What follows belongs to an exercise in optimizing a design on an open flow for small area, a short achievable clock period and few clock cycles per item; a production flow would make more cautious choices.
Only simulation tests tie the RTL to the original design; equivalence was not proved.
Power is estimated from default activity; no workload was simulated.

## design/flow/design.v

```verilog
module bfp_compress (
    input  wire        clk,
    input  wire        rst,          
    input  wire        in_valid,
    output wire        in_ready,
    input  wire [1:0]  in_fmt,       
    input  wire [23:0] in_i,
    input  wire [23:0] in_q,
    output wire        out_valid,
    input  wire        out_ready,
    output wire [7:0]  out_data,
    output wire        out_last
);
    localparam [1:0] S_COLLECT = 2'd0,
                     S_SEARCH  = 2'd1,
                     S_PACK    = 2'd2,
                     S_SEND    = 2'd3;
    reg [1:0]   state;
    reg [3:0]   cnt;               
    reg [1:0]   fmt;
    reg [3:0]   e;                 
    reg [5:0]   nbytes;            
    reg [575:0] blk;               
    reg [383:0] stream;            
    reg [4:0] b;
    reg [3:0] sh;
    always @(*) begin
        case (fmt)
            2'd1:    begin b = 5'd9;  sh = 4'd15 - e; end
            2'd2:    begin b = 5'd12; sh = 4'd12 - e; end
            default: begin b = 5'd16; sh = 4'd8;      end
        endcase
    end
    function [16:0] quant;
        input [23:0] x;
        input [3:0]  s;
        input [4:0]  bits;
        reg signed [23:0] xs;
        reg signed [23:0] q;
        reg        [23:0] rem;
        reg        [23:0] half;
        reg signed [24:0] r;
        reg signed [24:0] hi;
        reg signed [24:0] lo;
        reg               up;
        begin
            xs   = x;
            q    = xs >>> s;
            rem  = x & ((24'd1 << s) - 24'd1);
            half = (s == 4'd0) ? 24'd0 : (24'd1 << (s - 4'd1));
            up   = (s != 4'd0) && ((rem > half) || ((rem == half) && q[0]));
            r    = {q[23], q} + (up ? 25'sd1 : 25'sd0);
            hi   = (25'sd1 <<< (bits - 5'd1)) - 25'sd1;
            lo   = -(25'sd1 <<< (bits - 5'd1));
            if (r > hi)
                quant = {1'b1, hi[15:0]};
            else if (r < lo)
                quant = {1'b1, lo[15:0]};
            else
                quant = {1'b0, r[15:0]};
        end
    endfunction
    reg [16:0] qv [0:23];
    reg        any_sat;
    integer p;
    always @(*) begin
        any_sat = 1'b0;
        for (p = 0; p < 24; p = p + 1) begin
            qv[p]   = quant(blk[575 - 24*p -: 24], sh, b);
            any_sat = any_sat | qv[p][16];
        end
    end
    reg [383:0] packed_bytes;
    integer k;
    always @(*) begin
        packed_bytes = 384'd0;
        case (fmt)
            2'd1: begin
                packed_bytes[383:376] = {4'd0, e};
                for (k = 0; k < 24; k = k + 1)
                    packed_bytes[375 - 9*k -: 9] = qv[k][8:0];
            end
            2'd2: begin
                packed_bytes[383:376] = {4'd0, e};
                for (k = 0; k < 24; k = k + 1)
                    packed_bytes[375 - 12*k -: 12] = qv[k][11:0];
            end
            default: begin
                for (k = 0; k < 24; k = k + 1)
                    packed_bytes[383 - 16*k -: 16] = qv[k][15:0];
            end
        endcase
    end
    assign in_ready  = (state == S_COLLECT);
    assign out_valid = (state == S_SEND);
    assign out_data  = stream[383:376];
    assign out_last  = (nbytes == 6'd1);
    always @(posedge clk) begin
        if (rst) begin
            state <= S_COLLECT;
            cnt   <= 4'd0;
        end else begin
            case (state)
                S_COLLECT: if (in_valid) begin
                    blk <= {blk[527:0], in_i, in_q};
                    if (cnt == 4'd0)
                        fmt <= in_fmt;
                    if (cnt == 4'd11) begin
                        cnt   <= 4'd0;
                        state <= S_SEARCH;
                        e     <= (fmt == 2'd2) ? 4'd12 : 4'd15;
                    end else begin
                        cnt <= cnt + 4'd1;
                    end
                end
                S_SEARCH: begin
                    if (fmt == 2'd0 || fmt == 2'd3 || !any_sat || e == 4'd0)
                        state <= S_PACK;
                    else
                        e <= e - 4'd1;
                end
                S_PACK: begin
                    stream <= packed_bytes;
                    nbytes <= (fmt == 2'd1) ? 6'd28 : (fmt == 2'd2) ? 6'd37 : 6'd48;
                    state  <= S_SEND;
                end
                S_SEND: if (out_ready) begin
                    stream <= {stream[375:0], 8'd0};
                    nbytes <= nbytes - 6'd1;
                    if (nbytes == 6'd1)
                        state <= S_COLLECT;
                end
            endcase
        end
    end
endmodule
```

## design/flow/run.sh

```bash
#!/bin/bash
# synth_recipe.tcl (not shown) runs the flow's synth.tcl, then flattens the netlist and writes it again
# the make line also repeats each setting of config.mk as NAME=value (left out here)
make -C /OpenROAD-flow-scripts/flow DESIGN_CONFIG=/design/flow/config.mk WORK_HOME=/design/flow/orfs CLKGATE_MAP_FILE= SYNTH_SCRIPT=/design/flow/synth_recipe.tcl finish
```

## design/flow/config.mk

```make
export PLATFORM = sky130hd
export DESIGN_NAME = bfp_compress
export DESIGN_NICKNAME = bfp_compress
export VERILOG_FILES = /design/flow/design.v
export SDC_FILE = /design/flow/constraint.sdc
export NUM_CORES = 4
export LEC_CHECK = 0
export CAP_MARGIN = 20
export CORE_MARGIN = 2
export CORE_UTILIZATION = 40
export SLEW_MARGIN = 20
```

## design/flow/constraint.sdc

```tcl
create_clock -name core_clock -period 12.5 [get_ports {clk}]
set_input_delay 2.5000 -clock core_clock [delete_from_list [all_inputs] [get_ports {clk}]]
set_output_delay 2.5000 -clock core_clock [all_outputs]
set_load 0.01 [all_outputs]
```

==> out/metrics.sh <==
RSZ_0062_RAISED_AFTER_GLOBAL_ROUTING='no'
CTS_ROOT_BUFFER='sky130_fd_sc_hd__clkbuf_16'
CP_MAX_FO=14
SYNTH_CELL_TYPES=137
NUM_IO_PINS=65
SYNTH_AREA_MM2=0.122
R2R_CELLS=46
YOSYS-TOP-CELLS-AREA='sky130_fd_sc_hd__edfxtp_1 24%, sky130_fd_sc_hd__ha_1 17%, sky130_fd_sc_hd__mux2i_1 11%'
DRT_FIRST_ITER_VIOLATIONS=15300
POST-ROUTE-UTIL=0.442
MAX-CAP-VIOLATIONS=0
FLOORPLAN.DIE_AREA_MM2=0.309
OUTCOME='no timing/DRC/antenna violations'
GRT_START_MAX_NET_PINS=200
DRC=0
VIAS_PER_CELL=6.42
DRT_PRE_ANTENNA_ITERS=9
CTS_MADE_BUFFERS=120
FP-ROW-COUNT=202
TIMING_WORST_SETUP_PATH_TYPE='register to register'
CLOCKBUFFERDEPTH=3
CHIPHEIGHT_UM=556
NETLIST.AREA_LEADER.SHARE=0.240
MIN_PERIOD_NS=12.04
SYNTH_AREA_LEADER_CELL='sky130_fd_sc_hd__edfxtp_1'
IO_BUFFERS=64
CRITICAL-PATH-SLOWEST-CELL='sky130_fd_sc_hd__nor4bb_2'
WORST_SLEW_PIN_SLEW_NS=1.30
WL_PER_CELL_UM=32.2
HOLDCRITPATHCLASS='register to register'
SYNTHFLOPTYPE='sky130_fd_sc_hd__edfxtp_1'
POSTROUTEANTENNANETS=0
PLACED_CELLS=18100
FLOORPLAN.CORE_AREA_MM2=0.303
MET2_WIRE_LENGTH_UM=258000
AVGSYNTHCELLAREA_UM2=8.79
SYNTH.YOSYS.SEQ_AREA_SHARE=0.241
TOPROUTINGLAYERUSED='met5'
FINALSETUPVIOLCOUNT=0
FMAX_MHz=83.0
CTS_TREE='done'
FIN_TNS_SETUP_NS=0
CRIT_REQUIRED_NS=13.07
PLACED_AREA_MM2=0.129
VDD.IR_DROP.WORST_mV=0.157
TIMING.HOLD.WS_NS=0.484
CPMOSTUSEDCELL='sky130_fd_sc_hd__buf_4'
WHS_PATH_DEPTH=0
ANTENNA_VIOLATIONS_BEFORE_REPAIR=51
SYNTH_CELLS=13800
INSTANCES_NO_FILL=18400
MAXSLEWVIOLCOUNT=0
COUNT_OF_FLIP_FLOPS_WITH_A_BUILT_IN_ENABLE_AFTER_SYNTHESIS=972
SYNTH_MOST_COMMON_CELL='sky130_fd_sc_hd__ha_1'
ROUTED-WL-MET3_UM=56300
DRIVE_ABOVE_1_SHARE=0.0691
FINALWEIGHTEDCONGESTION=1.04
DETAILROUTE.VIA_COUNT=118000
SYNTH_ASYNC_SR_FLOP_SHARE=0
FP.DIEW_UM=556
PERIOD_SHARE=0.964
GR-USAGE-ALL-LAYERS=0.371
CLOCK_SINK_COUNT=978
FINAL_NET_COUNT=15900
FINCLKSKEW_NS=0.0587
HOLD_VIOL=0
STARTPOINT_TYPE='register'
CTS_SETUP_BUFFERS=0
MAX-SLEW-MARGIN-REL=0.126
CRIT_PATH_END_KIND='register'
AREA_GROWTH_SYN_TO_LAYOUT_PCT=9.81
VIA_COUNT_OF_THE_FIRST_GLOBAL_ROUTING_PASS=112000
GRT_FIRST_PASS_WIRELENGTH_UM=826000
DPL.HPWL_UM=445000
FLOORPLAN.INITIALDENSITY=0.402
WORST_EP_ARRIVAL_TIME_NS=12.62
MOST_NUMEROUS_CELL_TYPES_IN_THE_SYNTHESIZED_NETLIST='1625 x sky130_fd_sc_hd__ha_1, 1453 x sky130_fd_sc_hd__nand2_1, 1361 x sky130_fd_sc_hd__mux2i_1'
DETAIL_ROUTE.WIRELENGTH_UM=591000
CLK_PIN_SLEW_NS=0.07
YOSYS_REG_BITS=978
CRIT_PATH_MAX_INCR_DELAY_NS=0.77
HTREE_NUM_LEVELS=3
POST_ROUTE_CELL_AREA_MM2=0.134
WORST_SKEW_PAIR.LATE_LATENCY_NS=0.86
M1_WL_UM=211000
YS.WARNINGS.COUNT=2
POWER.STATIC_LEAKAGE_nW=56.4
POWER.DENSITY_CELL_AREA_mW_PER_MM2=189
GRT.OVERFLOW.TOTAL=0
## per-stage QoR
step / power, mW / setup slack, ns
2_1_floorplan: 14.3 / 0.148
3_3_place_gp: 20.6 / 0.507
3_5_place_dp: 20.6 / 0.439
4_1_cts: 24.5 / 0.389
5_1_grt: 26.2 / 0.123
6_report: 25.2 / 0.455
## path summary, 6_finish.rpt
kind / startpoint / endpoint / slack (ns)
setup / recovery: fmt[0]$_DFFE_PP_ / e[2]$_SDFFCE_PN1P_ / 0.46
setup reg to reg: fmt[0]$_DFFE_PP_ / e[2]$_SDFFCE_PN1P_ / 0.46
hold / removal: blk[456]$_DFFE_PP_ / blk[504]$_DFFE_PP_ / 0.48
hold reg to reg: blk[456]$_DFFE_PP_ / blk[504]$_DFFE_PP_ / 0.48
## critical path, delay by kind of cell (launching register included)
family / cells / cell delay [ns]
and+or+nand+nor: 19 / 5.01
AOI/OAI and AO/OA: 15 / 2.80
adders and majority gates: 5 / 1.65
buffers and inverters: 6 / 1.18
xor gates and xnor gates: 1 / 0.60
DFF: 1 / 0.47
## logic make-up after synthesis
family | count (synthesis) | share of synthesized area
AOI/OAI and AO/OA | 3628 | 0.199
xor gates and xnor gates | 511 | 0.0371
adders and majority gates | 1625 | 0.167
buffers and inverters | 1189 | 0.0463
DFF | 978 | 0.241
muxes | 1535 | 0.131
other | 2 | 0.0000617
and+or+nand+nor | 4379 | 0.180
## cells in the final DEF, fill, tap and decap left out, types with 63 or more instances in the layout
master | synthesis | layout
sky130_fd_sc_hd__a22oi_1 | 93 | 93
sky130_fd_sc_hd__nand2b_1 | 187 | 186
sky130_fd_sc_hd__nand4_1 | 205 | 205
sky130_fd_sc_hd__o21ai_0 | 782 | 778
sky130_fd_sc_hd__and2_1 | 219 | 219
sky130_fd_sc_hd__conb_1 | 2 | 701
sky130_fd_sc_hd__a221oi_1 | 90 | 89
sky130_fd_sc_hd__nor2b_1 | 284 | 281
sky130_fd_sc_hd__o211ai_1 | 141 | 141
sky130_fd_sc_hd__mux2_2 | 137 | 136
sky130_fd_sc_hd__clkbuf_16 | 0 | 121
sky130_fd_sc_hd__buf_4 | 117 | 325
sky130_fd_sc_hd__xnor2_1 | 315 | 302
sky130_fd_sc_hd__nor3_1 | 186 | 184
sky130_fd_sc_hd__a32oi_1 | 82 | 81
sky130_fd_sc_hd__clkdlybuf4s50_1 | 0 | 64
sky130_fd_sc_hd__o22ai_1 | 153 | 153
sky130_fd_sc_hd__a21o_1 | 150 | 150
sky130_fd_sc_hd__inv_1 | 341 | 337
sky130_fd_sc_hd__edfxtp_1 | 972 | 972
sky130_fd_sc_hd__mux2i_1 | 1361 | 1358
sky130_fd_sc_hd__nor2_1 | 795 | 778
sky130_fd_sc_hd__o21a_1 | 184 | 184
sky130_fd_sc_hd__nor4_1 | 92 | 92
sky130_fd_sc_hd__a31oi_1 | 117 | 113
sky130_fd_sc_hd__xor2_1 | 192 | 185
sky130_fd_sc_hd__and3_1 | 213 | 212
sky130_fd_sc_hd__a211oi_1 | 210 | 207
sky130_fd_sc_hd__a22o_1 | 63 | 63
sky130_fd_sc_hd__o21bai_1 | 89 | 89
sky130_fd_sc_hd__ha_1 | 1625 | 1620
sky130_fd_sc_hd__o31ai_1 | 79 | 74
sky130_fd_sc_hd__a21oi_1 | 802 | 801
sky130_fd_sc_hd__nand2_1 | 1453 | 1434
sky130_fd_sc_hd__nand3_1 | 382 | 382
## layer usage
metal,global-route usage,up-vias
li1,-,52400
met5,0,-
met1,0.422,56500
met4,0.341,16
met3,0.0841,2008
met2,0.578,7042
## cell type report
| class | instances | area (um2) |
|---|---|---|
| clock inverter | 82 | 988 |
| antenna | 26 | 65.1 |
| multi-input combinational | 12400 | 90200 |
| tap | 3978 | 4980 |
| sequential | 978 | 29300 |
| timing repair buffer | 424 | 3730 |
| inverter | 349 | 1330 |
| fill | 30200 | 169000 |
| clock buffer | 140 | 3130 |
## registers in the layout (all words and copies together) (netlist names)
register,flops
nbytes,6
stream,384
e,4
cnt,4
fmt,2
blk,576
state,2
## report_power, final
group	switching, mW	internal (mW)
Combinational	11.5	5.31
Sequential	0.422	4.13
Clock	1.68	2.17
Total	13.6	11.6
## repair_timing
item                                    CTS  global route
gates resized for setup                   0             3
hold endpoints to repair                  0             0
hold buffers                              0             0
endpoints found under the setup margin    0             4
Testbench counts, summed over its fixed seeds: cycles 25,867, blocks 480.

-- port drivers added, routing unchanged --
In the flow no input, the clock included, has a driving cell. The finished layout below was timed again as built, in two steps. Step 1, drivers: a clkbuf_16 drives clk and a buf_2 each remaining input, both assumed. Step 2 also shifts input and output timing later by t, the mid clock arrival at the registers, as if the neighbouring blocks saw the same clock. Three values: ideal, step 1, step 2; two values: the first two.
shift t [ns]: 0.944
slack for setup (ns): 0.455 / 0.455 / 0.455
clock arrival spread, ns: 0.058 / 0.058
worst register clock-pin slew, ns: 0.08 / 0.08
worst slew at a driven data input, ns: 0.05
After both steps this run still meets setup and hold. The setup slack of this run moves by 0.000 ns with the drivers and by 0.000 ns with both steps.
